This design comes from an exercise in tuning for small area on the open sky130 flow, not from production work.
Function was checked by simulation only, so behaviour that the tests miss may differ from the original.

**flow/constraint.sdc**
```tcl
create_clock -name core_clock -period 9.0 [get_ports {clk}]
set_input_delay 1.8000 -clock core_clock [delete_from_list [all_inputs] [get_ports {clk}]]
set_output_delay 1.8000 -clock core_clock [all_outputs]
set_load 0.01 [all_outputs]
```
**flow/standard.sh**
```bash
#!/bin/bash
# synth_recipe.tcl (not shown) runs the flow's synth.tcl, then flattens the netlist and writes it again
# the make line also repeats each setting of config.mk as NAME=value (left out here)
make -C /OpenROAD-flow-scripts/flow DESIGN_CONFIG=/design/flow/config.mk WORK_HOME=/design/flow/orfs CLKGATE_MAP_FILE= SYNTH_SCRIPT=/design/flow/synth_recipe.tcl "${@:-finish}"
```
**flow/flow/abc_area.script**
```
strash
dch -f
amap
strash
dch -f
amap
```
**flow/config.mk**
```make
export PLATFORM = sky130hd
export DESIGN_NAME = graft_core
export DESIGN_NICKNAME = graft_core
export VERILOG_FILES = /design/flow/design.v
export SDC_FILE = /design/flow/constraint.sdc
export NUM_CORES = 8
export LEC_CHECK = 0
export CAP_MARGIN = 20
export CORE_MARGIN = 2
export CORE_UTILIZATION = 40
export GPL_ROUTABILITY_DRIVEN = 1
export PLACE_DENSITY_LB_ADDON = 0.1
export SLEW_MARGIN = 20
```
**flow/design.v**
```verilog
module aes_sbox (
    input  wire [7:0] a,
    output wire [7:0] y
);
  wire U0=a[7],U1=a[6],U2=a[5],U3=a[4],U4=a[3],U5=a[2],U6=a[1],U7=a[0];
  wire T1=U0^U3, T2=U0^U5, T3=U0^U6, T4=U3^U5, T5=U4^U6, T6=T1^T5, T7=U1^U2, T8=U7^T6;
  wire T9=U7^T7, T10=T6^T7, T11=U1^U5, T12=U2^U5, T13=T3^T4, T14=T6^T11, T15=T5^T11;
  wire T16=T5^T12, T17=T9^T16, T18=U3^U7, T19=T7^T18, T20=T1^T19, T21=U6^U7, T22=T7^T21;
  wire T23=T2^T22, T24=T2^T10, T25=T20^T17, T26=T3^T16, T27=T1^T12;
  wire M1=T13&T6, M2=T23&T8, M3=T14^M1, M4=T19&U7, M5=M4^M1, M6=T3&T16, M7=T22&T9;
  wire M8=T26^M6, M9=T20&T17, M10=M9^M6, M11=T1&T15, M12=T4&T27, M13=M12^M11;
  wire M14=T2&T10, M15=M14^M11, M16=M3^M2, M17=M5^T24, M18=M8^M7, M19=M10^M15;
  wire M20=M16^M13, M21=M17^M15, M22=M18^M13, M23=M19^T25, M24=M22^M23, M25=M22&M20;
  wire M26=M21^M25, M27=M20^M21, M28=M23^M25, M29=M28&M27, M30=M26&M24, M31=M20&M23;
  wire M32=M27&M31, M33=M27^M25, M34=M21&M22, M35=M24&M34, M36=M24^M25, M37=M21^M29;
  wire M38=M32^M33, M39=M23^M30, M40=M35^M36, M41=M38^M40, M42=M37^M39, M43=M37^M38;
  wire M44=M39^M40, M45=M42^M41, M46=M44&T6, M47=M40&T8, M48=M39&U7, M49=M43&T16;
  wire M50=M38&T9, M51=M37&T17, M52=M42&T15, M53=M45&T27, M54=M41&T10, M55=M44&T13;
  wire M56=M40&T23, M57=M39&T19, M58=M43&T3, M59=M38&T22, M60=M37&T20, M61=M42&T1;
  wire M62=M45&T4, M63=M41&T2;
  wire L0=M61^M62, L1=M50^M56, L2=M46^M48, L3=M47^M55, L4=M54^M58, L5=M49^M61;
  wire L6=M62^L5, L7=M46^L3, L8=M51^M59, L9=M52^M53, L10=M53^L4, L11=M60^L2;
  wire L12=M48^M51, L13=M50^L0, L14=M52^M61, L15=M55^L1, L16=M56^L0, L17=M57^L1;
  wire L18=M58^L8, L19=M63^L4, L20=L0^L1, L21=L1^L7, L22=L3^L12, L23=L18^L2;
  wire L24=L15^L9, L25=L6^L10, L26=L7^L9, L27=L8^L10, L28=L11^L14, L29=L11^L17;
  assign y[7]=L6^L24; assign y[6]=~(L16^L26); assign y[5]=~(L19^L28); assign y[4]=L6^L21;
  assign y[3]=L20^L22; assign y[2]=L25^L29; assign y[1]=~(L13^L27); assign y[0]=~(L6^L23);
endmodule
module graft_core (
    input  wire         clk,
    input  wire         rst,             
    input  wire         start,           
    input  wire         op,              
    input  wire         erase,           
    input  wire [255:0] root_key,
    input  wire         root_256,        
    input  wire [7:0]   kind,
    input  wire [63:0]  eui,
    input  wire [7:0]   epoch_rec,       
    input  wire [1:0]   epoch_sc,        
    input  wire         epoch_resolve,   
    output wire         busy,
    output wire         done,
    output wire         nokey,
    output wire [127:0] key_out
);
  function [7:0] xtime;
    input [7:0] b;
    xtime = {b[6:0], 1'b0} ^ (b[7] ? 8'h1b : 8'h00);
  endfunction
  function [7:0] slot_flags;
    input [4:0] r;
    input       k256;
    reg   [4:0] r0;
    begin
      r0 = k256 ? 5'd0 : 5'd4;
      slot_flags = {r >= r0 && r <= 5'd14,
                    r == r0,
                    r == 5'd14,
                    r > r0 && r < 5'd14,
                    r == r0,
                    k256 && r == 5'd1,
                    !k256 || !r[0],
                    r == 5'd19};
    end
  endfunction
  reg         busy_r;
  reg         done_r;
  reg         op_r;
  reg         nokey_pend;   
  reg         k1_valid;
  reg         klen;         
  reg [4:0]   oh;           
  reg [4:0]   rd;           
  reg         f_aes, f_first, f_last, f_mc, f_plo, f_phi, f_rot, f_fin;
  reg [39:0]  row0;         
  reg [31:0]  row1;
  reg [31:0]  row2;
  reg [31:0]  row3;
  reg [319:0] kreg;         
  reg [127:0] k1r;          
  reg [1:0]   kph;          
  reg [3:0]   ksel;         
  assign busy  = busy_r;
  assign done  = done_r;
  assign nokey = nokey_pend;
  wire ph0    = oh[0];
  wire ccyc   = f_aes && !ph0;                 
  wire finish = busy_r && f_fin && ph0;        
  wire accept = start && !busy_r;
  wire [31:0] kw0 = kreg[31:0];
  wire [31:0] kw5 = kreg[191:160];
  wire [31:0] kw8 = kreg[287:256];
  wire [31:0] kw9 = kreg[319:288];      
  wire [3:0] ridx = klen ? {1'b0, rd[4:1]} : rd[3:0] - 4'd4;
  reg  [7:0] rcon;
  always @(*) begin
    case (ridx)
      4'd1:    rcon = 8'h01;
      4'd2:    rcon = 8'h02;
      4'd3:    rcon = 8'h04;
      4'd4:    rcon = 8'h08;
      4'd5:    rcon = 8'h10;
      4'd6:    rcon = 8'h20;
      4'd7:    rcon = 8'h40;
      4'd8:    rcon = 8'h80;
      4'd9:    rcon = 8'h1b;
      4'd10:   rcon = 8'h36;
      default: rcon = 8'h00;
    endcase
  end
  wire [3:0] plo = {4{f_plo}} & oh[3:0];
  wire [3:0] phi = {4{f_phi}} & oh[3:0];
  wire [31:0] pword = ({32{plo[0]}} & root_key[255:224]) | ({32{plo[1]}} & root_key[223:192]) |
                      ({32{plo[2]}} & root_key[191:160]) | ({32{plo[3]}} & root_key[159:128]) |
                      ({32{phi[0]}} & root_key[127:96])  | ({32{phi[1]}} & root_key[95:64]) |
                      ({32{phi[2]}} & root_key[63:32])   | ({32{phi[3]}} & root_key[31:0]);
  wire        portw = f_plo || f_phi;
  wire [31:0] diag  = {row0[7:0], row1[7:0], row2[7:0], row3[7:0]};
  wire [31:0] sb_in = ph0 ? kw8 : diag;
  wire [31:0] sb_out;
  genvar gi;
  generate
    for (gi = 0; gi < 4; gi = gi + 1) begin : g_sbox
      aes_sbox u_sbox (.a(sb_in[8*gi +: 8]), .y(sb_out[8*gi +: 8]));
    end
  endgenerate
  wire [31:0] kf    = ({32{ph0 &&  f_rot}} & ({sb_out[23:0], sb_out[31:24]} ^ {rcon, 24'd0})) |
                      ({32{ph0 && !f_rot}} & sb_out) |
                      ({32{!ph0}} & kw9);
  wire [31:0] khead = klen ? kw0 : kw5;
  wire [31:0] kin   = pword | ((khead ^ kf) & {32{!portw}});
  wire        lwr  = busy_r && !op_r && f_last && !ph0;        
  wire [31:0] lw_k = ({32{ksel[0]}} & k1r[31:0])  | ({32{ksel[1]}} & k1r[63:32]) |
                     ({32{ksel[2]}} & k1r[95:64]) | ({32{ksel[3]}} & k1r[127:96]);
  wire        ln31 = (ksel[3] & k1r[31]) | (ksel[0] & k1r[63]) |   
                     (ksel[1] & k1r[95]) | (ksel[2] & k1r[127]);
  wire        l3   = oh[4];                                     
  wire [31:0] k1w  = {lw_k[30:0], ln31} ^ {24'd0, l3 & ln31, 4'd0, l3 & ln31, l3 & ln31, 1'b0};
  wire [7:0]  a0 = sb_out[31:24], a1 = sb_out[23:16], a2 = sb_out[15:8], a3 = sb_out[7:0];
  wire [7:0]  p01 = a0 ^ a1, p12 = a1 ^ a2, p23 = a2 ^ a3;
  wire [7:0]  tt = p01 ^ p23;
  wire [7:0]  u0 = tt ^ xtime(p01), u1 = tt ^ xtime(p12), xt = xtime(tt);
  wire [31:0] u = {u0, u1, u0 ^ xt, u1 ^ xt};
  wire [31:0] col = (f_first ? diag ^ k1w : sb_out) ^ kw9 ^ (u & {32{f_mc}});
  wire [1:0] ep_d    = epoch_sc - epoch_rec[1:0];
  wire [7:0] ep_full = !epoch_resolve ? epoch_rec :
                       (ep_d == 2'd3) ? epoch_rec - 8'd1 :
                                        epoch_rec + {6'd0, ep_d};
  wire [127:0] msg  = {8'h01, 8'h59, 8'h4c, kind, 8'h00, eui, ep_full, 8'h00, 8'h80};
  wire [127:0] init = (op && !busy_r) ? msg : 128'd0;
  wire         load = accept || (finish && nokey_pend);
  function [7:0] bsel;
    input [127:0] x;
    input integer c;
    input integer r;
    bsel = x[127 - 8*(4*c + r) -: 8];
  endfunction
  wire [39:0] init0 = {bsel(init, 3, 0), bsel(init, 2, 0), bsel(init, 1, 0), bsel(init, 0, 0), 8'd0};
  wire [31:0] init1 = {bsel(init, 2, 1), bsel(init, 1, 1), bsel(init, 0, 1), bsel(init, 3, 1)};
  wire [31:0] init2 = {bsel(init, 1, 2), bsel(init, 0, 2), bsel(init, 3, 2), bsel(init, 2, 2)};
  wire [31:0] init3 = {bsel(init, 0, 3), bsel(init, 3, 3), bsel(init, 2, 3), bsel(init, 1, 3)};
  assign key_out = {row0[7:0],   row1[31:24], row2[23:16], row3[15:8],
                    row0[15:8],  row1[7:0],   row2[31:24], row3[23:16],
                    row0[23:16], row1[15:8],  row2[7:0],   row3[31:24],
                    row0[31:24], row1[23:16], row2[15:8],  row3[7:0]};
  always @(posedge clk) begin
    kreg <= {kin, kreg[319:32]};
    k1r  <= {lwr ? col : k1r[31:0], k1r[127:32]};
    kph  <= (lwr && oh[1]) ? 2'd1 : kph + 2'd1;
    if (ccyc) begin
      row0 <= {col[31:24], row0[39:8]};
      row1 <= {col[23:16], row1[31:8]};
      row2 <= {col[15:8],  row2[31:8]};
      row3 <= {col[7:0],   row3[31:8]};
    end else if (load) begin
      row0 <= init0;
      row1 <= init1;
      row2 <= init2;
      row3 <= init3;
    end else begin
      row0 <= {row0[7:0],  row0[39:8]};
      row1 <= {row1[7:0],  row1[31:8]};
      row2 <= {row2[15:0], row2[31:16]};
      row3 <= {row3[23:0], row3[31:24]};
    end
  end
  always @(posedge clk) begin
    if (busy_r && !rst && !erase) begin
      oh <= {oh[3:0], oh[4]};
      if (oh[4]) begin
        rd <= rd + 5'd1;
        {f_aes, f_first, f_last, f_mc, f_plo, f_phi, f_rot, f_fin} <= slot_flags(rd + 5'd1, klen);
      end
    end else begin
      oh <= 5'b00001;
      rd <= 5'd0;
      {f_aes, f_first, f_last, f_mc, f_plo, f_phi, f_rot, f_fin} <= slot_flags(5'd0, root_256);
    end
    if (accept) begin
      op_r       <= op;
      klen       <= root_256;
      nokey_pend <= op && !k1_valid;
      ksel       <= op ? 4'd1 << (2'd2 - kph) : 4'd0;
    end
    if (rst || erase) begin
      busy_r   <= 1'b0;
      done_r   <= 1'b0;
      k1_valid <= 1'b0;
    end else begin
      done_r <= finish;
      if (accept)
        busy_r <= 1'b1;
      else if (finish) begin
        busy_r <= 1'b0;
        if (!op_r)
          k1_valid <= 1'b1;
      end
    end
  end
endmodule
```
**flow/flow/run.sh**
```bash
#!/bin/bash
# Layout flow: the standard ORFS flow (standard.sh) with two changes:
#  - synthesis maps logic with an area-oriented ABC script (flow/abc_area.script)
#    instead of ORFS's delay-oriented one; everything else in the synthesis
#    script (synth_recipe.tcl, hence the registers) is unchanged;
#  - every input and output port still gets a buffer, a buf_1 instead of the
#    clkdlybuf4s50_1 that buffer_ports picks by default;
#  - clock tree synthesis clusters up to 20 flip-flops (60 um across) per
#    clkbuf_8 and inserts no dummy loads.
# Each tool writes its full log under orfs/logs/ (ORFS), and this script's
# own output goes to flow_run.log.
set -euo pipefail
W=$(pwd)
exec > >(tee -a "$W/flow_run.log") 2>&1

{
  echo 'proc abc {args} {'
  echo '  set i [lsearch -exact $args -script]'
  echo "  if {\$i >= 0} { lset args [expr {\$i + 1}] $W/flow/abc_area.script }"
  echo '  yosys abc {*}$args'
  echo '}'
  cat "$W/synth_recipe.tcl"
} > "$W/synth_area.tcl"

sed -e "s#SYNTH_SCRIPT=[^ ]*#SYNTH_SCRIPT=$W/synth_area.tcl BUFFER_PORTS_ARGS='-buffer_cell sky130_fd_sc_hd__buf_1' REMOVE_ABC_BUFFERS='1' CTS_ARGS='-sink_clustering_enable -repair_clock_nets -dont_use_dummy_load -sink_clustering_size 20 -sink_clustering_max_diameter 60 -buf_list {sky130_fd_sc_hd__clkbuf_8}'#" \
    "$W/standard.sh" > "$W/standard_area.sh"
grep -n 'make ' "$W/standard_area.sh"
bash "$W/standard_area.sh" > "$W/standard_area.log" 2>&1
echo "flow done"
```
==> impl_metrics.xml, run 1 <==
<?xml version="1.0" encoding="UTF-8"?>
<metrics>
  <group name="timing">
    <metric name="maxClockFrequency" unit="GHz">0.1199</metric>
    <metric name="final-setup-viol-count" unit="">0</metric>
    <metric name="whs" unit="ps">286.2</metric>
    <metric name="setup_ws" unit="ps">660.6</metric>
    <metric name="max_slew_margin" unit="%">23.33</metric>
    <metric name="final-max-slew-violation-count" unit="">0</metric>
    <metric name="worstMarginPinSlew" unit="ps">1147</metric>
    <metric name="finalHoldViolations" unit="">0</metric>
    <metric name="fin_skew" unit="ps">78.93</metric>
    <metric name="time_the_final_worst_path_needs_with_i_o_delays_and_setup" unit="ps">8339</metric>
    <metric name="final_min_period_over_clock_period" unit="%">92.66</metric>
  </group>
  <group name="run">
    <metric name="max_cap_violations" unit="">0</metric>
  </group>
  <group name="worst_hold_path">
    <metric name="hold_path_class" unit="">flip-flop to flip-flop</metric>
    <metric name="hold_depth" unit="">0</metric>
    <metric name="min_from" unit="">kreg[243]$_DFF_P_</metric>
    <metric name="hold_path_end" unit="">kreg[211]$_DFF_P_</metric>
  </group>
  <group name="clocking">
    <metric name="clkSinkCount" unit="">613</metric>
    <metric name="clk_pin_slew_worst_paths" unit="ps">110</metric>
    <metric name="cts_made_buffers" unit="">45</metric>
    <metric name="tritoncts" unit="">done</metric>
    <metric name="postCtsHoldBufs" unit="">0</metric>
    <metric name="clk_latency" unit="ps">660</metric>
    <metric name="cts-root-to-sink-buffers" unit="">3</metric>
    <metric name="h-tree-depth" unit="">2</metric>
    <metric name="ctsRootBufferMaster" unit="">clkbuf_8</metric>
  </group>
  <group name="setup_path">
    <metric name="r2r_slack" unit="ps">660</metric>
    <metric name="required_time_at_the_endpoint_of_the_critical_path" unit="ps">9430</metric>
    <metric name="worst_path_largest_cell_delay" unit="ps">440</metric>
    <metric name="rr_startpoint" unit="">oh[0]$_SDFF_PN1_</metric>
    <metric name="critical_path.max_fanout" unit="">23</metric>
    <metric name="timing.critical_path.mode_cell" unit="">nor2_1</metric>
    <metric name="worst-r2r-cell-count" unit="">44</metric>
    <metric name="crit_arrival" unit="ps">8770</metric>
    <metric name="crit_type" unit="">flip-flop to flip-flop</metric>
    <metric name="reg2reg_to" unit="">row3[26]$_DFF_P_</metric>
    <metric name="cp-start-kind" unit="">flip-flop</metric>
    <metric name="cp_slowest_cell" unit="">dfxtp_1</metric>
    <metric name="crit_path_end_kind" unit="">flip-flop</metric>
  </group>
  <group name="global_routing">
    <metric name="track_usage" unit="%">28.13</metric>
    <metric name="antenna_found_initial" unit="">5</metric>
    <metric name="groute.layer.met2.usage" unit="%">42.69</metric>
    <metric name="maximum_number_of_pins_on_one_net_before_global_route_repair" unit="">73</metric>
    <metric name="overflow" unit="">0</metric>
    <metric name="global_route.usage.met3" unit="%">5.471</metric>
    <metric name="grt_pass1_vias" unit="">20420</metric>
    <metric name="grt_first_pass_wirelength" unit="um">128400</metric>
    <metric name="grt.met1_usage" unit="%">40.63</metric>
    <metric name="global_route.peak_usage_layer" unit="">met2</metric>
  </group>
  <group name="synth">
    <metric name="yosys_warnings" unit="">1</metric>
    <metric name="ys_seq_area_share" unit="%">51.97</metric>
    <metric name="synthesis.area_per_instance" unit="sq um">8.864</metric>
    <metric name="ys_top_cells_by_area" unit="">dfxtp_1 51%, o22ai_1 7.0%, nor2_1 6.0%</metric>
    <metric name="synthDominantCellAreaShare" unit="%">50.70</metric>
    <metric name="synth_edf_count" unit="">10</metric>
    <metric name="synthDistinctLibCells" unit="">44</metric>
    <metric name="dominantRegCellSynth" unit="">dfxtp_1</metric>
    <metric name="synth_async_sr_flop_share" unit="%">0</metric>
    <metric name="synth_top_area_cell" unit="">dfxtp_1</metric>
    <metric name="total_of_flip_flops_plus_latches_after_synthesis" unit="">613</metric>
    <metric name="post_synth_inst_count" unit="">2686</metric>
    <metric name="netlist_area" unit="sq mm">0.02381</metric>
  </group>
  <group name="floorplan">
    <metric name="start_util" unit="%">40.42</metric>
    <metric name="core_region_area" unit="sq mm">0.05891</metric>
    <metric name="die_h" unit="um">248.0</metric>
    <metric name="rows" unit="">89</metric>
    <metric name="die_width" unit="um">248.0</metric>
    <metric name="die_area" unit="sq mm">0.06149</metric>
    <metric name="io_pins" unit="">476</metric>
  </group>
  <group name="placed_design">
    <metric name="preCtsSetupSlack" unit="ps">-293.1</metric>
    <metric name="io_buffers" unit="">475</metric>
    <metric name="placed_cells" unit="">3996</metric>
    <metric name="gp_congestion" unit="">0.9381</metric>
    <metric name="placed_area" unit="sq mm">0.02712</metric>
    <metric name="dp.final_hpwl" unit="um">69980</metric>
  </group>
  <group name="cells_and_area">
    <metric name="stdcell_area" unit="sq mm">0.02813</metric>
    <metric name="final_cells" unit="">4043</metric>
    <metric name="layout.nets" unit="">3642</metric>
    <metric name="num-fill-cells" unit="">5836</metric>
    <metric name="share_of_cells_above_drive_strength_1" unit="%">7.069</metric>
    <metric name="syn_to_final_growth" unit="%">18.17</metric>
  </group>
  <group name="route">
    <metric name="drt-total-wl" unit="um">91230</metric>
    <metric name="drt_first_pass_iters" unit="">8</metric>
    <metric name="postRouteAntennaNets" unit="">0</metric>
    <metric name="detailroute.via_count" unit="">22920</metric>
    <metric name="wl_per_cell" unit="um">22.56</metric>
    <metric name="drc" unit="">0</metric>
    <metric name="detail_route.iter0.violations" unit="">2403</metric>
    <metric name="viasPerCell" unit="">5.668</metric>
  </group>
  <group name="status">
    <metric name="run_status" unit="">timing/DRC/antenna clean</metric>
  </group>
</metrics>
-- cell families (layout without fill, tap and decap cells) --
logic type | count (synthesis) | after routing | synth area share [%]
AND/OR/NAND/NOR | 653 | 653 | 11.25
buffers and inverters | 305 | 887 | 5.313
flip-flops | 613 | 613 | 51.97
adder cells (fa/ha/maj) | 27 | 27 | 1.450
XOR/XNOR | 10 | 10 | 0.3679
AO/OA/AOI/OAI | 1078 | 1078 | 29.66
other | 0 | 2 | 0
-- layout make-up --
| type | instances | area (sq um) | share of cell area (%) |
|---|---|---|---|
| clock buffers | 45 | 619.3 | 2.201 |
| well taps | 773 | 967.2 | 3.438 |
| flip-flops and latches | 613 | 12370 | 43.97 |
| diodes | 2 | 5.005 | 0.01779 |
| repair buffers | 570 | 2509 | 8.917 |
| inverters | 272 | 1023 | 3.638 |
| multi-input cells | 1768 | 10640 | 37.81 |
-- synth_stat cells, types with 2 or more instances --
cell / count
dfxtp_1: 603
nor2_1: 378
clkinv_1: 272
o22ai_1: 265
a21oi_1: 250
o21ai_0: 208
nand2_1: 189
a222oi_1: 97
a22o_1: 77
a22oi_1: 59
a221oi_1: 41
buf_4: 32
nor2b_1: 30
ha_1: 26
a211oi_1: 22
nand3_1: 17
a221o_1: 16
nand4b_1: 14
o221ai_1: 13
edfxtp_1: 10
a31oi_1: 8
nand4_1: 6
nor3_1: 6
o31ai_1: 6
or2_0: 6
xor2_1: 6
o21a_1: 4
xnor2_1: 4
a21o_1: 3
nand2b_1: 2
o211ai_1: 2
o32ai_1: 2
-- layer usage --
layer | vias up | wire length [um] | share of wire [%]
li1 | 11110 | - | -
met1 | 10650 | 41820 | 46
met2 | 1027 | 39130 | 43
met3 | 123 | 8023 | 8.8
met4 | 2 | 2240 | 2.5
met5 | - | 11 | 0.012
-- through the flow --
| step | util (%) | TNS, ps |
|---|---|---|
| detailed placement | 46.04 | -1497 |
| global placement | 46.03 | -829.6 |
| global route | 47.76 | -48.14 |
| finish | 47.76 | 0 |
| CTS | 47.10 | 0 |
| floorplan | - | -174770 |
-- worst max-delay path, delay by kind of cell (launching register included) --
family,cells,cell delay [ps]
AOI/OAI and AO/OA,22,4820
buffers and inverters,9,1440
and+or+nand+nor,12,1110
DFF,1,440
adders and majority gates,1,320
-- worst max path at each step --
stage	from	endpoint	slack, ps	cells after the start
5_1_grt	oh[0]$_SDFF_PN1_	row3[26]$_DFF_P_	-30	43
3_3_place_gp	oh[0]$_SDFF_PN1_	row3[30]$_DFF_P_	-200	39
6_report	oh[0]$_SDFF_PN1_	row3[26]$_DFF_P_	660	44
3_5_place_dp	oh[0]$_SDFF_PN1_	k1r[105]$_DFF_P_	-290	40
2_1_floorplan	oh[0]$_SDFF_PN1_	row1[7]$_DFF_P_	-3040	10
4_1_cts	oh[0]$_SDFF_PN1_	k1r[105]$_DFF_P_	20	41
-- state kept, by name, summed over array words and instances (netlist names), 2 cells and up --
signal and count:
row2 32, row3 32, oh 5, k1r 128, row1 32, kreg 320
kph 2, row0 40, ksel 4, rd 5
-- cells in the final DEF, fill, tap and decap left out, drive strengths merged, types with 3 or more instances in the layout --
master,n
inv,6
xor2,6
xnor2,4
o21ai,208
buf,570
nand2,189
o31ai,6
clkbuf,45
a22o,77
edfxtp,10
nor3,6
nand4b,14
dfxtp,603
nand3,17
a222oi,97
nor2b,30
a221oi,41
a22oi,59
o221ai,13
o22ai,265
or2,6
nand4,6
a21oi,250
ha,26
a211oi,22
nor2,378
a21o,3
a221o,16
o21a,4
clkinv,266
a31oi,8
-- what timing repair did --
item / in CTS / in global routing
gates resized for setup: 4 / 102
endpoints found under the setup margin: 10 / 63
setup buffers: 0 / 0
==> inputs of run 2 (changes only) <==
--- a/flow/flow/run.sh
+++ b/flow/flow/run.sh
@@ -24,3 +24,3 @@
 
-sed -e "s#SYNTH_SCRIPT=[^ ]*#SYNTH_SCRIPT=$W/synth_area.tcl BUFFER_PORTS_ARGS='-buffer_cell sky130_fd_sc_hd__buf_1' REMOVE_ABC_BUFFERS='1' CTS_ARGS='-sink_clustering_enable -repair_clock_nets -dont_use_dummy_load -sink_clustering_size 20 -sink_clustering_max_diameter 60 -buf_list {sky130_fd_sc_hd__clkbuf_8}'#" \
+sed -e "s#SYNTH_SCRIPT=[^ ]*#SYNTH_SCRIPT=$W/synth_area.tcl BUFFER_PORTS_ARGS='-buffer_cell sky130_fd_sc_hd__buf_1' CTS_ARGS='-sink_clustering_enable -repair_clock_nets -dont_use_dummy_load -sink_clustering_size 16 -sink_clustering_max_diameter 50 -buf_list {sky130_fd_sc_hd__clkbuf_8}'#" \
     "$W/standard.sh" > "$W/standard_area.sh"
--- a/flow/config.mk
+++ b/flow/config.mk
@@ -11,3 +11,3 @@
 export GPL_ROUTABILITY_DRIVEN = 1
-export PLACE_DENSITY_LB_ADDON = 0.1
+export PLACE_DENSITY_LB_ADDON = 0.3
 export SLEW_MARGIN = 20
==> impl_metrics.xml, run 2 <==
<?xml version="1.0" encoding="UTF-8"?>
<metrics>
  <group name="status">
    <metric name="run_status" unit="">timing/DRC/antenna clean</metric>
  </group>
  <group name="clocking">
    <metric name="clkSinkCount" unit="">613</metric>
    <metric name="h-tree-depth" unit="">2</metric>
    <metric name="clk_pin_slew_worst_paths" unit="ps">90</metric>
    <metric name="postCtsHoldBufs" unit="">0</metric>
    <metric name="tritoncts" unit="">done</metric>
    <metric name="clk_latency" unit="ps">720</metric>
    <metric name="cts-root-to-sink-buffers" unit="">3</metric>
    <metric name="cts_made_buffers" unit="">59</metric>
    <metric name="ctsRootBufferMaster" unit="">clkbuf_8</metric>
  </group>
  <group name="synth">
    <metric name="netlist_area" unit="sq mm">0.02381</metric>
    <metric name="total_of_flip_flops_plus_latches_after_synthesis" unit="">613</metric>
    <metric name="post_synth_inst_count" unit="">2686</metric>
    <metric name="synthDominantCellAreaShare" unit="%">50.70</metric>
    <metric name="netlist_top_cells_count" unit="">603 x dfxtp_1, 378 x nor2_1, 272 x clkinv_1</metric>
    <metric name="synthDistinctLibCells" unit="">44</metric>
    <metric name="dominantRegCellSynth" unit="">dfxtp_1</metric>
    <metric name="yosysMostFrequentCell" unit="">dfxtp_1</metric>
    <metric name="ys_seq_area_share" unit="%">51.97</metric>
    <metric name="yosys_warnings" unit="">1</metric>
    <metric name="synthesis.area_per_instance" unit="sq um">8.864</metric>
    <metric name="synth_async_sr_flop_share" unit="%">0</metric>
    <metric name="synth_top_area_cell" unit="">dfxtp_1</metric>
    <metric name="synth_edf_count" unit="">10</metric>
    <metric name="ys_top_cells_by_area" unit="">dfxtp_1 51%, o22ai_1 7.0%, nor2_1 6.0%</metric>
  </group>
  <group name="floorplan">
    <metric name="core_region_area" unit="sq mm">0.05891</metric>
    <metric name="die_width" unit="um">248.0</metric>
    <metric name="die_h" unit="um">248.0</metric>
    <metric name="start_util" unit="%">40.42</metric>
    <metric name="io_pins" unit="">476</metric>
    <metric name="die_area" unit="sq mm">0.06149</metric>
    <metric name="rows" unit="">89</metric>
  </group>
  <group name="cells_and_area">
    <metric name="final_cell_mix" unit="">603 x dfxtp_1, 475 x buf_1, 368 x nor2_1, 261 x clkinv_1, 243 x o22ai_1</metric>
    <metric name="share_of_cells_above_drive_strength_1" unit="%">5.779</metric>
    <metric name="post-route-util" unit="%">47.49</metric>
    <metric name="layout.nets" unit="">3627</metric>
    <metric name="register_with_the_most_flip_flops" unit="">kreg</metric>
    <metric name="layout.cells.most_common" unit="">dfxtp_1</metric>
    <metric name="final_cells" unit="">4029</metric>
    <metric name="biggestRegsByFlops" unit="">kreg: 320 flops, k1r: 128 flops, row0: 40 flops</metric>
    <metric name="syn_to_final_growth" unit="%">17.51</metric>
    <metric name="largest_register_ffs" unit="">320</metric>
  </group>
  <group name="worst_hold_path">
    <metric name="hold_path_class" unit="">flip-flop to flip-flop</metric>
  </group>
  <group name="run">
    <metric name="max_cap_violations" unit="">0</metric>
  </group>
  <group name="route">
    <metric name="postRouteAntennaNets" unit="">0</metric>
    <metric name="detail_route.iter0.violations" unit="">2450</metric>
    <metric name="detailroute.via_count" unit="">22490</metric>
    <metric name="viasPerCell" unit="">5.582</metric>
    <metric name="wl_per_cell" unit="um">21.21</metric>
    <metric name="drt-total-wl" unit="um">85450</metric>
    <metric name="drt_first_pass_iters" unit="">9</metric>
    <metric name="drc" unit="">0</metric>
  </group>
  <group name="timing">
    <metric name="max_slew_margin" unit="%">22.47</metric>
    <metric name="setup_ws" unit="ps">608.1</metric>
    <metric name="finalHoldViolations" unit="">0</metric>
    <metric name="final-max-slew-violation-count" unit="">0</metric>
    <metric name="final_min_period_over_clock_period" unit="%">93.24</metric>
    <metric name="worstMarginPinSlew" unit="ps">1163</metric>
    <metric name="time_the_final_worst_path_needs_with_i_o_delays_and_setup" unit="ps">8392</metric>
    <metric name="fin_skew" unit="ps">120.3</metric>
    <metric name="final-setup-viol-count" unit="">0</metric>
    <metric name="timing.setup.tns" unit="ps">0</metric>
    <metric name="maxClockFrequency" unit="GHz">0.1192</metric>
  </group>
  <group name="placed_design">
    <metric name="io_buffers" unit="">475</metric>
    <metric name="dp.final_hpwl" unit="um">64180</metric>
    <metric name="gp_congestion" unit="">0.9592</metric>
    <metric name="placed_cells" unit="">3967</metric>
    <metric name="preCtsSetupSlack" unit="ps">-30.78</metric>
  </group>
  <group name="setup_path">
    <metric name="required_time_at_the_endpoint_of_the_critical_path" unit="ps">9590</metric>
    <metric name="timing.critical_path.mode_cell" unit="">a21oi_1</metric>
    <metric name="critical_path.max_fanout" unit="">30</metric>
    <metric name="crit_path_end_kind" unit="">flip-flop</metric>
    <metric name="crit_arrival" unit="ps">8980</metric>
    <metric name="cp-start-kind" unit="">flip-flop</metric>
    <metric name="crit_type" unit="">flip-flop to flip-flop</metric>
    <metric name="cp_slowest_cell" unit="">o22ai_1</metric>
    <metric name="worst_path_largest_cell_delay" unit="ps">430</metric>
  </group>
  <group name="global_routing">
    <metric name="overflow" unit="">0</metric>
    <metric name="grt_first_pass_wirelength" unit="um">122300</metric>
    <metric name="grt_pass1_vias" unit="">19980</metric>
    <metric name="track_usage" unit="%">26.51</metric>
    <metric name="maximum_number_of_pins_on_one_net_before_global_route_repair" unit="">80</metric>
    <metric name="antenna_found_initial" unit="">4</metric>
  </group>
</metrics>
[run 2: cell counts after synthesis]
Identical to the previous run, type by type.
[run 2: timing repair]
| action | 4_1_cts | 5_1_grt |
|---|---|---|
| resized for setup | 3 | 68 |
| endpoints found under the setup margin | 4 | 65 |
| cloned | 0 | 0 |
| setup buffers | 0 | 0 |
| hold endpoints to repair | 0 | 0 |
| pin swaps | 0 | 1 |
[run 2: worst max-delay path, delay by kind of cell (launching register included)]
| family | cells | cell delay, ps |
|---|---|---|
| AOI/OAI and AO/OA | 22 | 5790 |
| adders and majority gates | 1 | 220 |
| buffers and inverters | 6 | 950 |
| DFF | 1 | 370 |
| and+or+nand+nor | 10 | 930 |
[run 2: metrics by stage]
step / hold slack, ps / area, sq um
floorplan: 309.6 / 23820
global placement: 309.7 / 26910
detailed placement: 312.1 / 26910
CTS: 279.8 / 27730
global route: 281.3 / 27970
finish: 279.0 / 27980
[run 2: logic make-up (layout without fill, tap and decap cells)]
| logic type | count (synthesis) | count (layout) | share of synthesized area [%] |
|---|---|---|---|
| AO/OA/AOI/OAI | 1078 | 1078 | 29.66 |
| XOR/XNOR | 10 | 10 | 0.3679 |
| adder cells (fa/ha/maj) | 27 | 27 | 1.450 |
| buffers and inverters | 305 | 872 | 5.313 |
| flip-flops | 613 | 613 | 51.97 |
| other | 0 | 3 | 0 |
| AND/OR/NAND/NOR | 653 | 653 | 11.25 |
[run 2: per-layer routing]
layer	share of wire, %	GRT usage [%]	routed length, um
met2	43	40.78	36860
met1	46	38.03	38880
met5	0.021	0	18
met4	2.8	8.260	2408
met3	8.5	4.152	7277
[run 2: final timing paths]
| path | from | to | slack [ps] | depth (start not counted) |
|---|---|---|---|---|
| setup / recovery | oh[0]$_SDFF_PN1_ | k1r[98]$_DFF_P_ | 610 | 39 |
| hold / removal | kreg[237]$_DFF_P_ | kreg[205]$_DFF_P_ | 280 | 0 |
| setup reg to reg | oh[0]$_SDFF_PN1_ | k1r[98]$_DFF_P_ | 610 | 39 |
| hold reg to reg | kreg[237]$_DFF_P_ | kreg[205]$_DFF_P_ | 280 | 0 |
[run 2: layout make-up]
cell class	count	area (sq um)
inverter	272	1040
antenna	3	7.507
timing repair buffer	541	2291
tap	773	967.2
sequential	613	12370
multi-input combinational	1768	10490
fill	5740	30930
clock buffer	59	812.0
==> inputs of run 3 (changes only) <==
--- a/flow/config.mk
+++ b/flow/config.mk
@@ -11,3 +11,3 @@
 export GPL_ROUTABILITY_DRIVEN = 1
-export PLACE_DENSITY_LB_ADDON = 0.3
+export PLACE_DENSITY_LB_ADDON = 0.1
 export SLEW_MARGIN = 20
==> impl_metrics.xml, run 3 <==
<?xml version="1.0" encoding="UTF-8"?>
<metrics>
  <group name="synth">
    <metric name="dominantRegCellSynth" unit="">dfxtp_1</metric>
    <metric name="synth_compound_gate_area_share" unit="%">29.66</metric>
    <metric name="yosys-mux-area-fraction" unit="%">0</metric>
    <metric name="ys_top_cells_by_area" unit="">dfxtp_1 51%, o22ai_1 7.0%, nor2_1 6.0%</metric>
    <metric name="ys_seq_area_share" unit="%">51.97</metric>
    <metric name="synth_top_area_cell" unit="">dfxtp_1</metric>
    <metric name="synthDominantCellAreaShare" unit="%">50.70</metric>
    <metric name="yosys_warnings" unit="">1</metric>
    <metric name="synthXorXnorAreaFrac" unit="%">0.3679</metric>
    <metric name="synth_edf_count" unit="">10</metric>
    <metric name="netlist_top_cells_count" unit="">603 x dfxtp_1, 378 x nor2_1, 272 x clkinv_1</metric>
    <metric name="synthesis.area_per_instance" unit="sq um">8.864</metric>
    <metric name="post_synth_and_or_nand_nor_area_fraction" unit="%">11.25</metric>
    <metric name="synth_async_sr_flop_share" unit="%">0</metric>
    <metric name="post_synth_inst_count" unit="">2686</metric>
    <metric name="synthDistinctLibCells" unit="">44</metric>
    <metric name="synth_top_family_by_area" unit="">compound AO/OA/AOI/OAI gates</metric>
    <metric name="yosysMostFrequentCell" unit="">dfxtp_1</metric>
    <metric name="total_of_flip_flops_plus_latches_after_synthesis" unit="">613</metric>
    <metric name="synth_adder_area_share" unit="%">1.450</metric>
    <metric name="netlist_area" unit="sq mm">0.02381</metric>
  </group>
  <group name="cells_and_area">
    <metric name="largest_register_ffs" unit="">320</metric>
    <metric name="syn_to_final_growth" unit="%">18.27</metric>
    <metric name="layout.nets" unit="">3641</metric>
    <metric name="post-route-util" unit="%">47.80</metric>
    <metric name="biggestRegsByFlops" unit="">kreg: 320 flops, k1r: 128 flops, row0: 40 flops</metric>
    <metric name="final-seq-area" unit="sq mm">0.01237</metric>
    <metric name="total_area_of_multi_input_combinational_cells" unit="sq mm">0.01057</metric>
    <metric name="num-fill-cells" unit="">5805</metric>
    <metric name="share_of_cells_above_drive_strength_1" unit="%">6.642</metric>
    <metric name="layout.cells.most_common" unit="">dfxtp_1</metric>
    <metric name="final_cell_mix" unit="">603 x dfxtp_1, 475 x buf_1, 365 x nor2_1, 263 x clkinv_1, 236 x o22ai_1</metric>
    <metric name="register_with_the_most_flip_flops" unit="">kreg</metric>
  </group>
  <group name="setup_path">
    <metric name="category_of_cells_accounting_for_the_largest_share_of_critical_path_delay" unit="">compound AO/OA/AOI/OAI gates</metric>
    <metric name="crit_path_end_kind" unit="">flip-flop</metric>
    <metric name="cp-start-kind" unit="">flip-flop</metric>
    <metric name="worst-r2r-cell-count" unit="">41</metric>
    <metric name="path_buf_inv" unit="">7</metric>
    <metric name="critical_path.max_fanout" unit="">11</metric>
    <metric name="crit_arrival" unit="ps">8960</metric>
    <metric name="required_time_at_the_endpoint_of_the_critical_path" unit="ps">9510</metric>
    <metric name="timing.critical_path.mode_cell" unit="">a21oi_1</metric>
    <metric name="reg2reg_to" unit="">k1r[98]$_DFF_P_</metric>
    <metric name="rr_startpoint" unit="">oh[0]$_SDFF_PN1_</metric>
    <metric name="cp_slowest_cell" unit="">a21oi_1</metric>
    <metric name="r2r_slack" unit="ps">540</metric>
    <metric name="crit_type" unit="">flip-flop to flip-flop</metric>
    <metric name="worst_path_largest_cell_delay" unit="ps">480</metric>
  </group>
  <group name="route">
    <metric name="detailroute.via_count" unit="">22990</metric>
    <metric name="drt-total-wl" unit="um">92520</metric>
    <metric name="drt_first_pass_iters" unit="">8</metric>
    <metric name="postRouteAntennaNets" unit="">0</metric>
    <metric name="drc" unit="">0</metric>
    <metric name="detail_route.iter0.violations" unit="">2250</metric>
    <metric name="viasPerCell" unit="">5.685</metric>
    <metric name="wl_per_cell" unit="um">22.88</metric>
  </group>
  <group name="timing">
    <metric name="finalHoldViolations" unit="">0</metric>
    <metric name="max_slew_margin" unit="%">23.82</metric>
    <metric name="worstMarginPinSlew" unit="ps">1140</metric>
    <metric name="timing.setup.tns" unit="ps">0</metric>
    <metric name="fin_skew" unit="ps">76.72</metric>
    <metric name="maxClockFrequency" unit="GHz">0.1182</metric>
    <metric name="final-max-slew-violation-count" unit="">0</metric>
    <metric name="time_the_final_worst_path_needs_with_i_o_delays_and_setup" unit="ps">8457</metric>
    <metric name="final_min_period_over_clock_period" unit="%">93.97</metric>
    <metric name="final-setup-viol-count" unit="">0</metric>
  </group>
  <group name="global_routing">
    <metric name="maximum_number_of_pins_on_one_net_before_global_route_repair" unit="">67</metric>
    <metric name="grt.met1_usage" unit="%">40.97</metric>
    <metric name="overflow" unit="">0</metric>
    <metric name="grt_pass1_vias" unit="">20890</metric>
    <metric name="groute.layer.met2.usage" unit="%">45.04</metric>
    <metric name="track_usage" unit="%">28.77</metric>
    <metric name="antenna_found_initial" unit="">4</metric>
    <metric name="grt_first_pass_wirelength" unit="um">131500</metric>
    <metric name="global_route.peak_usage_layer" unit="">met2</metric>
    <metric name="global_route.usage.met3" unit="%">3.828</metric>
  </group>
  <group name="clocking">
    <metric name="post_cts_setup_repair_bufs" unit="">0</metric>
    <metric name="clk_latency" unit="ps">710</metric>
    <metric name="cts_made_buffers" unit="">58</metric>
    <metric name="tritoncts" unit="">done</metric>
    <metric name="clkSinkCount" unit="">613</metric>
    <metric name="cts-root-to-sink-buffers" unit="">3</metric>
    <metric name="h-tree-depth" unit="">2</metric>
    <metric name="ctsRootBufferMaster" unit="">clkbuf_8</metric>
    <metric name="clk_pin_slew_worst_paths" unit="ps">100</metric>
  </group>
  <group name="floorplan">
    <metric name="io_pins" unit="">476</metric>
    <metric name="die_area" unit="sq mm">0.06149</metric>
    <metric name="die_h" unit="um">248.0</metric>
    <metric name="core_region_area" unit="sq mm">0.05891</metric>
    <metric name="die_width" unit="um">248.0</metric>
    <metric name="rows" unit="">89</metric>
    <metric name="start_util" unit="%">40.42</metric>
  </group>
  <group name="placed_design">
    <metric name="io_buffers" unit="">475</metric>
    <metric name="dp.final_hpwl" unit="um">69170</metric>
    <metric name="gp_congestion" unit="">0.9684</metric>
  </group>
  <group name="worst_hold_path">
    <metric name="min_from" unit="">k1r[37]$_DFF_P_</metric>
    <metric name="hold_path_class" unit="">flip-flop to flip-flop</metric>
    <metric name="hold_depth" unit="">0</metric>
    <metric name="hold_path_end" unit="">k1r[5]$_DFF_P_</metric>
  </group>
  <group name="run">
    <metric name="max_cap_violations" unit="">0</metric>
  </group>
  <group name="status">
    <metric name="run_status" unit="">timing/DRC/antenna clean</metric>
  </group>
</metrics>
==> run 3: logic make-up after synthesis <==
| group | after synthesis |
|---|---|
| xor gates and xnor gates | 10 |
| buffers and inverters | 305 |
| adders and majority gates | 27 |
| and+or+nand+nor | 653 |
| AOI/OAI and AO/OA | 1078 |
| DFF | 613 |
==> run 3: worst reg2reg max path, delay by kind of cell, from the launching register on <==
| kind | cells | cell delay [ps] |
|---|---|---|
| compound gates | 22 | 5360 |
| buf+inv | 7 | 1100 |
| flops | 1 | 430 |
| simple gates | 11 | 1120 |
| fa+ha+maj | 1 | 300 |
==> run 3: layout make-up <==
cell class	instances	share of cell area, %
Tap cell	773	3.435
Antenna cell	3	0.02666
Timing Repair Buffer	556	8.581
Inverter	272	3.648
Multi-Input combinational cell	1768	37.54
Clock buffer	58	2.835
Sequential cell	613	43.94
==> run 3: worst max path at each step <==
stage | depth (start not counted) | to | start | slack, ps
2_1_floorplan | 41 | k1r[107]$_DFF_P_ | oh[0]$_SDFF_PN1_ | 150
3_3_place_gp | 41 | k1r[107]$_DFF_P_ | oh[0]$_SDFF_PN1_ | -340
3_5_place_dp | 41 | k1r[107]$_DFF_P_ | oh[0]$_SDFF_PN1_ | -290
4_1_cts | 42 | k1r[107]$_DFF_P_ | oh[0]$_SDFF_PN1_ | 20
5_1_grt | 43 | k1r[100]$_DFF_P_ | oh[0]$_SDFF_PN1_ | -110
6_report | 41 | k1r[98]$_DFF_P_ | oh[0]$_SDFF_PN1_ | 540
==> run 3: per-stage QoR <==
step	instance area, sq um	hold WS (ps)	setup WS (ps)	cells
6_report	28160	284.4	542.8	4043
5_1_grt	28150	285.5	-109.4	4042
4_1_cts	27830	284.8	21.25	4039
3_5_place_dp	27020	312.1	-293.5	3981
3_3_place_gp	27020	309.9	-337.8	3981
2_1_floorplan	23820	309.6	147.7	2686
==> run 3: repair_timing <==
item	4_1_cts	5_1_grt
gates resized for setup	5	86
hold buffers	0	0
endpoints found under the setup margin	14	66
==> run 3: metal layers <==
metal | up-vias | share of wire (%)
met2 | 951 | 44
li1 | 11130 | -
met5 | - | 0.014
met4 | 2 | 3.0
met3 | 139 | 7.0
met1 | 10760 | 46
==> inputs of run 4 (changes only) <==
--- a/flow/flow/run.sh
+++ b/flow/flow/run.sh
@@ -1,3 +1,3 @@
 #!/bin/bash
-# Layout flow: the standard ORFS flow (standard.sh) with two changes:
+# Layout flow: the standard ORFS flow (standard.sh) with these changes:
 #  - synthesis maps logic with an area-oriented ABC script (flow/abc_area.script)
@@ -7,3 +7,3 @@
 #    clkdlybuf4s50_1 that buffer_ports picks by default;
-#  - clock tree synthesis clusters up to 20 flip-flops (60 um across) per
+#  - clock tree synthesis clusters up to 16 flip-flops (50 um across) per
 #    clkbuf_8 and inserts no dummy loads.
--- a/flow/config.mk
+++ b/flow/config.mk
@@ -11,3 +11,3 @@
 export GPL_ROUTABILITY_DRIVEN = 1
-export PLACE_DENSITY_LB_ADDON = 0.1
+export PLACE_DENSITY_LB_ADDON = 0.3
 export SLEW_MARGIN = 20
==> impl_metrics.xml, run 4 <==
<?xml version="1.0" encoding="UTF-8"?>
<metrics>
  <group name="placed_design">
    <metric name="placed_area" unit="sq mm">0.02691</metric>
    <metric name="gp_congestion" unit="">0.9592</metric>
    <metric name="placed_cells" unit="">3967</metric>
    <metric name="preCtsSetupSlack" unit="ps">-30.78</metric>
    <metric name="dp.final_hpwl" unit="um">64180</metric>
    <metric name="io_buffers" unit="">475</metric>
  </group>
  <group name="synth">
    <metric name="netlist_area" unit="sq mm">0.02381</metric>
    <metric name="synth_async_sr_flop_share" unit="%">0</metric>
    <metric name="ys_seq_area_share" unit="%">51.97</metric>
    <metric name="yosys_warnings" unit="">1</metric>
    <metric name="post_synth_inst_count" unit="">2686</metric>
    <metric name="synth_edf_count" unit="">10</metric>
    <metric name="ys_top_cells_by_area" unit="">dfxtp_1 51%, o22ai_1 7.0%, nor2_1 6.0%</metric>
    <metric name="total_of_flip_flops_plus_latches_after_synthesis" unit="">613</metric>
    <metric name="dominantRegCellSynth" unit="">dfxtp_1</metric>
    <metric name="yosysMostFrequentCell" unit="">dfxtp_1</metric>
    <metric name="synthDistinctLibCells" unit="">44</metric>
    <metric name="synthDominantCellAreaShare" unit="%">50.70</metric>
    <metric name="netlist_top_cells_count" unit="">603 x dfxtp_1, 378 x nor2_1, 272 x clkinv_1</metric>
    <metric name="synth_top_area_cell" unit="">dfxtp_1</metric>
    <metric name="synthesis.area_per_instance" unit="sq um">8.864</metric>
  </group>
  <group name="cells_and_area">
    <metric name="syn_to_final_growth" unit="%">17.51</metric>
    <metric name="layout.nets" unit="">3627</metric>
    <metric name="stdcell_area" unit="sq mm">0.02798</metric>
    <metric name="biggestRegsByFlops" unit="">kreg: 320 flops, k1r: 128 flops, row0: 40 flops</metric>
    <metric name="final_cells" unit="">4029</metric>
    <metric name="post-route-util" unit="%">47.49</metric>
    <metric name="layout.cells.most_common" unit="">dfxtp_1</metric>
    <metric name="final_cell_mix" unit="">603 x dfxtp_1, 475 x buf_1, 368 x nor2_1, 261 x clkinv_1, 243 x o22ai_1</metric>
    <metric name="num-fill-cells" unit="">5740</metric>
    <metric name="share_of_cells_above_drive_strength_1" unit="%">5.779</metric>
    <metric name="register_with_the_most_flip_flops" unit="">kreg</metric>
    <metric name="largest_register_ffs" unit="">320</metric>
  </group>
  <group name="clocking">
    <metric name="clkSinkCount" unit="">613</metric>
    <metric name="tritoncts" unit="">done</metric>
    <metric name="clk_latency" unit="ps">720</metric>
    <metric name="ctsRootBufferMaster" unit="">clkbuf_8</metric>
    <metric name="clk_pin_slew_worst_paths" unit="ps">90</metric>
    <metric name="post_cts_setup_repair_bufs" unit="">0</metric>
    <metric name="h-tree-depth" unit="">2</metric>
    <metric name="cts-root-to-sink-buffers" unit="">3</metric>
    <metric name="cts_made_buffers" unit="">59</metric>
  </group>
  <group name="global_routing">
    <metric name="antenna_found_initial" unit="">4</metric>
    <metric name="track_usage" unit="%">26.51</metric>
    <metric name="maximum_number_of_pins_on_one_net_before_global_route_repair" unit="">80</metric>
    <metric name="grt_first_pass_wirelength" unit="um">122300</metric>
    <metric name="overflow" unit="">0</metric>
    <metric name="grt_pass1_vias" unit="">19980</metric>
  </group>
  <group name="setup_path">
    <metric name="path_buf_inv" unit="">6</metric>
    <metric name="critical_path.max_fanout" unit="">30</metric>
    <metric name="crit_arrival" unit="ps">8980</metric>
    <metric name="cp-start-kind" unit="">flip-flop</metric>
    <metric name="worst_path_largest_cell_delay" unit="ps">430</metric>
    <metric name="timing.critical_path.mode_cell" unit="">a21oi_1</metric>
    <metric name="crit_type" unit="">flip-flop to flip-flop</metric>
    <metric name="cp_slowest_cell" unit="">o22ai_1</metric>
    <metric name="required_time_at_the_endpoint_of_the_critical_path" unit="ps">9590</metric>
    <metric name="crit_path_end_kind" unit="">flip-flop</metric>
    <metric name="category_of_cells_accounting_for_the_largest_share_of_critical_path_delay" unit="">compound AO/OA/AOI/OAI gates</metric>
  </group>
  <group name="timing">
    <metric name="worstMarginPinSlew" unit="ps">1163</metric>
    <metric name="final_min_period_over_clock_period" unit="%">93.24</metric>
    <metric name="final-setup-viol-count" unit="">0</metric>
    <metric name="maxClockFrequency" unit="GHz">0.1192</metric>
    <metric name="finalHoldViolations" unit="">0</metric>
    <metric name="final-max-slew-violation-count" unit="">0</metric>
    <metric name="time_the_final_worst_path_needs_with_i_o_delays_and_setup" unit="ps">8392</metric>
    <metric name="fin_skew" unit="ps">120.3</metric>
    <metric name="setup_ws" unit="ps">608.1</metric>
    <metric name="max_slew_margin" unit="%">22.47</metric>
  </group>
  <group name="floorplan">
    <metric name="core_region_area" unit="sq mm">0.05891</metric>
    <metric name="die_h" unit="um">248.0</metric>
    <metric name="start_util" unit="%">40.42</metric>
    <metric name="rows" unit="">89</metric>
    <metric name="die_width" unit="um">248.0</metric>
    <metric name="die_area" unit="sq mm">0.06149</metric>
    <metric name="io_pins" unit="">476</metric>
  </group>
  <group name="status">
    <metric name="run_status" unit="">timing/DRC/antenna clean</metric>
  </group>
  <group name="route">
    <metric name="detailroute.via_count" unit="">22490</metric>
    <metric name="drt-total-wl" unit="um">85450</metric>
    <metric name="wl_per_cell" unit="um">21.21</metric>
    <metric name="viasPerCell" unit="">5.582</metric>
    <metric name="detail_route.iter0.violations" unit="">2450</metric>
    <metric name="postRouteAntennaNets" unit="">0</metric>
    <metric name="drc" unit="">0</metric>
    <metric name="drt_first_pass_iters" unit="">9</metric>
  </group>
  <group name="worst_hold_path">
    <metric name="hold_path_class" unit="">flip-flop to flip-flop</metric>
  </group>
  <group name="run">
    <metric name="max_cap_violations" unit="">0</metric>
  </group>
</metrics>
## run 4: cells by family (layout without fill, tap and decap cells)
group | Yosys count | in the layout | share of synthesized area, %
compound gates | 1078 | 1078 | 29.66
simple gates | 653 | 653 | 11.25
flops | 613 | 613 | 51.97
buf+inv | 305 | 872 | 5.313
fa+ha+maj | 27 | 27 | 1.450
xor+xnor | 10 | 10 | 0.3679
other cells | 0 | 3 | 0
## run 4: path summary, 6_finish.rpt
path	start	endpoint	slack, ps	cells after the start
setup / recovery	oh[0]$_SDFF_PN1_	k1r[98]$_DFF_P_	610	39
hold reg to reg	kreg[237]$_DFF_P_	kreg[205]$_DFF_P_	280	0
hold / removal	kreg[237]$_DFF_P_	kreg[205]$_DFF_P_	280	0
setup reg to reg	oh[0]$_SDFF_PN1_	k1r[98]$_DFF_P_	610	39
## run 4: metrics by stage
step	hold WS, ps	TNS (ps)
after floorplan	309.6	0
after global placement	309.7	0
after detailed placement	312.1	-72.36
after CTS	279.8	0
after global routing	281.3	-105.1
final	279.0	0
## run 4: final cells by class
cell class	count	area [sq um]	area share, %
diodes	3	7.507	0.02683
flip-flops and latches	613	12370	44.22
clock buffers	59	812.0	2.903
inverters	272	1040	3.716
well taps	773	967.2	3.457
repair buffers	541	2291	8.189
multi-input cells	1768	10490	37.49
## run 4: timing repair
action / in CTS / in global routing
hold buffers: 0 / 0
pin swaps: 0 / 1
setup endpoints to repair: 4 / 65
resized for setup: 3 / 68
## run 4: metal layers
| metal | vias to the layer above | GRT usage (%) | routed length [um] |
|---|---|---|---|
| met1 | 10190 | 38.03 | 38880 |
| li1 | 11100 | - | - |
| met4 | 2 | 8.260 | 2408 |
| met3 | 139 | 4.152 | 7277 |
| met2 | 1052 | 40.78 | 36860 |
| met5 | - | 0 | 18 |
==> inputs of run 5 (changes only) <==
--- a/flow/config.mk
+++ b/flow/config.mk
@@ -10,3 +10,3 @@
 export CORE_UTILIZATION = 40
-export GPL_ROUTABILITY_DRIVEN = 1
+export GPL_ROUTABILITY_DRIVEN = 0
 export PLACE_DENSITY_LB_ADDON = 0.3
==> impl_metrics.xml, run 5 <==
<?xml version="1.0" encoding="UTF-8"?>
<metrics>
  <group name="status">
    <metric name="run_status" unit="">timing/DRC/antenna clean</metric>
  </group>
  <group name="clocking">
    <metric name="clk_pin_slew_worst_paths" unit="ps">100</metric>
    <metric name="cts_made_buffers" unit="">60</metric>
    <metric name="cts-root-to-sink-buffers" unit="">3</metric>
    <metric name="tritoncts" unit="">done</metric>
    <metric name="clkSinkCount" unit="">613</metric>
    <metric name="clk_latency" unit="ps">700</metric>
    <metric name="postCtsHoldBufs" unit="">0</metric>
    <metric name="ctsRootBufferMaster" unit="">clkbuf_8</metric>
    <metric name="h-tree-depth" unit="">2</metric>
  </group>
  <group name="setup_path">
    <metric name="worst_path_largest_cell_delay" unit="ps">400</metric>
    <metric name="crit_path_end_kind" unit="">flip-flop</metric>
    <metric name="crit_arrival" unit="ps">8930</metric>
    <metric name="path_buf_inv" unit="">13</metric>
    <metric name="critical_path.max_fanout" unit="">20</metric>
    <metric name="timing.critical_path.mode_cell" unit="">clkinv_1</metric>
    <metric name="cp_slowest_cell" unit="">dfxtp_1</metric>
    <metric name="crit_type" unit="">flip-flop to flip-flop</metric>
    <metric name="category_of_cells_accounting_for_the_largest_share_of_critical_path_delay" unit="">compound AO/OA/AOI/OAI gates</metric>
    <metric name="required_time_at_the_endpoint_of_the_critical_path" unit="ps">9540</metric>
    <metric name="cp-start-kind" unit="">flip-flop</metric>
  </group>
  <group name="cells_and_area">
    <metric name="stdcell_area" unit="sq mm">0.02795</metric>
    <metric name="final_cell_mix" unit="">603 x dfxtp_1, 475 x buf_1, 367 x nor2_1, 264 x clkinv_1, 248 x o22ai_1</metric>
    <metric name="register_with_the_most_flip_flops" unit="">kreg</metric>
    <metric name="final_cells" unit="">4027</metric>
    <metric name="share_of_cells_above_drive_strength_1" unit="%">5.689</metric>
    <metric name="post-route-util" unit="%">47.44</metric>
    <metric name="layout.cells.most_common" unit="">dfxtp_1</metric>
    <metric name="largest_register_ffs" unit="">320</metric>
    <metric name="syn_to_final_growth" unit="%">17.38</metric>
    <metric name="biggestRegsByFlops" unit="">kreg: 320 flops, k1r: 128 flops, row0: 40 flops</metric>
    <metric name="layout.nets" unit="">3626</metric>
  </group>
  <group name="route">
    <metric name="viasPerCell" unit="">5.655</metric>
    <metric name="drc" unit="">0</metric>
    <metric name="drt_first_pass_iters" unit="">10</metric>
    <metric name="detailroute.via_count" unit="">22770</metric>
    <metric name="drt-total-wl" unit="um">84160</metric>
    <metric name="wl_per_cell" unit="um">20.90</metric>
    <metric name="postRouteAntennaNets" unit="">0</metric>
    <metric name="detail_route.iter0.violations" unit="">2256</metric>
  </group>
  <group name="synth">
    <metric name="total_of_flip_flops_plus_latches_after_synthesis" unit="">613</metric>
    <metric name="yosys_warnings" unit="">1</metric>
    <metric name="netlist_top_cells_count" unit="">603 x dfxtp_1, 378 x nor2_1, 272 x clkinv_1</metric>
    <metric name="yosysMostFrequentCell" unit="">dfxtp_1</metric>
    <metric name="post_synth_inst_count" unit="">2686</metric>
    <metric name="synthesis.area_per_instance" unit="sq um">8.864</metric>
    <metric name="synth_edf_count" unit="">10</metric>
    <metric name="synthDistinctLibCells" unit="">44</metric>
    <metric name="ys_top_cells_by_area" unit="">dfxtp_1 51%, o22ai_1 7.0%, nor2_1 6.0%</metric>
    <metric name="netlist_area" unit="sq mm">0.02381</metric>
    <metric name="synth_async_sr_flop_share" unit="%">0</metric>
    <metric name="ys_seq_area_share" unit="%">51.97</metric>
    <metric name="synth_top_area_cell" unit="">dfxtp_1</metric>
    <metric name="synthDominantCellAreaShare" unit="%">50.70</metric>
    <metric name="dominantRegCellSynth" unit="">dfxtp_1</metric>
  </group>
  <group name="placed_design">
    <metric name="preCtsSetupSlack" unit="ps">-149.0</metric>
    <metric name="placed_area" unit="sq mm">0.02686</metric>
    <metric name="io_buffers" unit="">475</metric>
    <metric name="placed_cells" unit="">3961</metric>
    <metric name="dp.final_hpwl" unit="um">63290</metric>
  </group>
  <group name="global_routing">
    <metric name="grt_first_pass_wirelength" unit="um">121500</metric>
    <metric name="overflow" unit="">0</metric>
    <metric name="track_usage" unit="%">26.20</metric>
    <metric name="antenna_found_initial" unit="">4</metric>
    <metric name="grt_pass1_vias" unit="">20060</metric>
    <metric name="maximum_number_of_pins_on_one_net_before_global_route_repair" unit="">67</metric>
  </group>
  <group name="timing">
    <metric name="setup_repair_after_global_routing_missed_its_margin" unit="">true</metric>
    <metric name="whs" unit="ps">285.7</metric>
    <metric name="final-max-slew-violation-count" unit="">0</metric>
    <metric name="setup_ws" unit="ps">609.4</metric>
    <metric name="timing.setup.tns" unit="ps">0</metric>
    <metric name="max_slew_margin" unit="%">28.24</metric>
    <metric name="final-setup-viol-count" unit="">0</metric>
    <metric name="time_the_final_worst_path_needs_with_i_o_delays_and_setup" unit="ps">8391</metric>
    <metric name="maxClockFrequency" unit="GHz">0.1192</metric>
    <metric name="worstMarginPinSlew" unit="ps">1065</metric>
    <metric name="final_min_period_over_clock_period" unit="%">93.23</metric>
    <metric name="finalHoldViolations" unit="">0</metric>
    <metric name="fin_skew" unit="ps">78.41</metric>
  </group>
  <group name="worst_hold_path">
    <metric name="hold_path_class" unit="">flip-flop to flip-flop</metric>
  </group>
  <group name="floorplan">
    <metric name="io_pins" unit="">476</metric>
    <metric name="core_region_area" unit="sq mm">0.05891</metric>
    <metric name="die_width" unit="um">248.0</metric>
    <metric name="die_area" unit="sq mm">0.06149</metric>
    <metric name="rows" unit="">89</metric>
    <metric name="die_h" unit="um">248.0</metric>
    <metric name="start_util" unit="%">40.42</metric>
  </group>
  <group name="run">
    <metric name="max_cap_violations" unit="">0</metric>
  </group>
</metrics>
==> run 5: cell counts after synthesis <==
No cell type changed its count.
==> run 5: final timing paths <==
| kind | from | endpoint | slack (ps) | cells after the start |
|---|---|---|---|---|
| min reg2reg | kreg[62]$_DFF_P_ | kreg[30]$_DFF_P_ | 290 | 0 |
| max reg2reg | oh[0]$_SDFF_PN1_ | k1r[97]$_DFF_P_ | 610 | 40 |
| min | kreg[62]$_DFF_P_ | kreg[30]$_DFF_P_ | 290 | 0 |
| max | oh[0]$_SDFF_PN1_ | k1r[97]$_DFF_P_ | 610 | 40 |
==> run 5: what timing repair did <==
action,CTS,global route
endpoints found under the setup margin,20,68
resized for setup,5,58
cloned,0,1
pin swaps,0,1
buffers inserted,0,3
==> run 5: layer usage <==
metal	up-vias	wire [um]	GRT usage [%]
met5	-	13	0
met4	2	2887	9.193
met3	184	7744	4.585
met2	1110	35970	39.90
met1	10380	37540	37.20
li1	11090	-	-
==> run 5: cell families (layout without fill, tap and decap cells) <==
group,count (synthesis),count (layout),share of synthesized area [%]
AND/OR/NAND/NOR,653,653,11.25
adder cells (fa/ha/maj),27,27,1.450
AO/OA/AOI/OAI,1078,1078,29.66
flip-flops,613,613,51.97
buffers and inverters,305,871,5.313
other,0,2,0
XOR/XNOR,10,10,0.3679
==> run 5: cell type report <==
class	instances	area, sq um
fillers	5752	30960
flip-flops and latches	613	12370
multi-input cells	1768	10470
repair buffers	538	2272
inverters	272	1027
well taps	773	967.2
clock buffers	60	825.8
repair inverters	1	5.005
diodes	2	5.005
==> run 5: worst register-to-register path: cells and delay by family (launching register included) <==
family                     cells  cell delay [ps]
AOI/OAI and AO/OA             19             4550
DFF                            1              400
and+or+nand+nor                7              760
adders and majority gates      1              310
buffers and inverters         13             2280

-- separate check: timing with driven ports --
The results above use ideal ports. As a check the final layouts listed here were re-extracted and re-timed, cells and wires unchanged.
Step 1, drivers: a clkbuf_16 drives clk and a buf_2 each remaining input, both assumed.
Step 2, shift: input delay + t, output delay - t, t = (earliest + latest rising clock arrival at the registers) / 2. This alone moves slack from input paths to output paths.
Slacks: no drivers / after step 1 / after step 2; pairs: no drivers / after step 1.
run	shift t [ns]	setup slack, ns	hold WS [ns]	worst slew at a driven data input, ns	pins driven straight from the clock port
run 1	0.678	0.661 / 0.661 / 0.661	0.286 / 0.286 / 0.286	0.07	1
run 2	0.720	0.608 / 0.608 / 0.608	0.279 / 0.279 / 0.279	0.08	1
run 3	0.733	0.543 / 0.543 / 0.543	0.284 / 0.284 / 0.284	0.09	1
run 4	0.720	0.608 / 0.608 / 0.608	0.279 / 0.279 / 0.279	0.08	1
run 5	0.718	0.609 / 0.609 / 0.609	0.286 / 0.286 / 0.286	0.07	1
After both steps setup and hold are still met in every run listed.
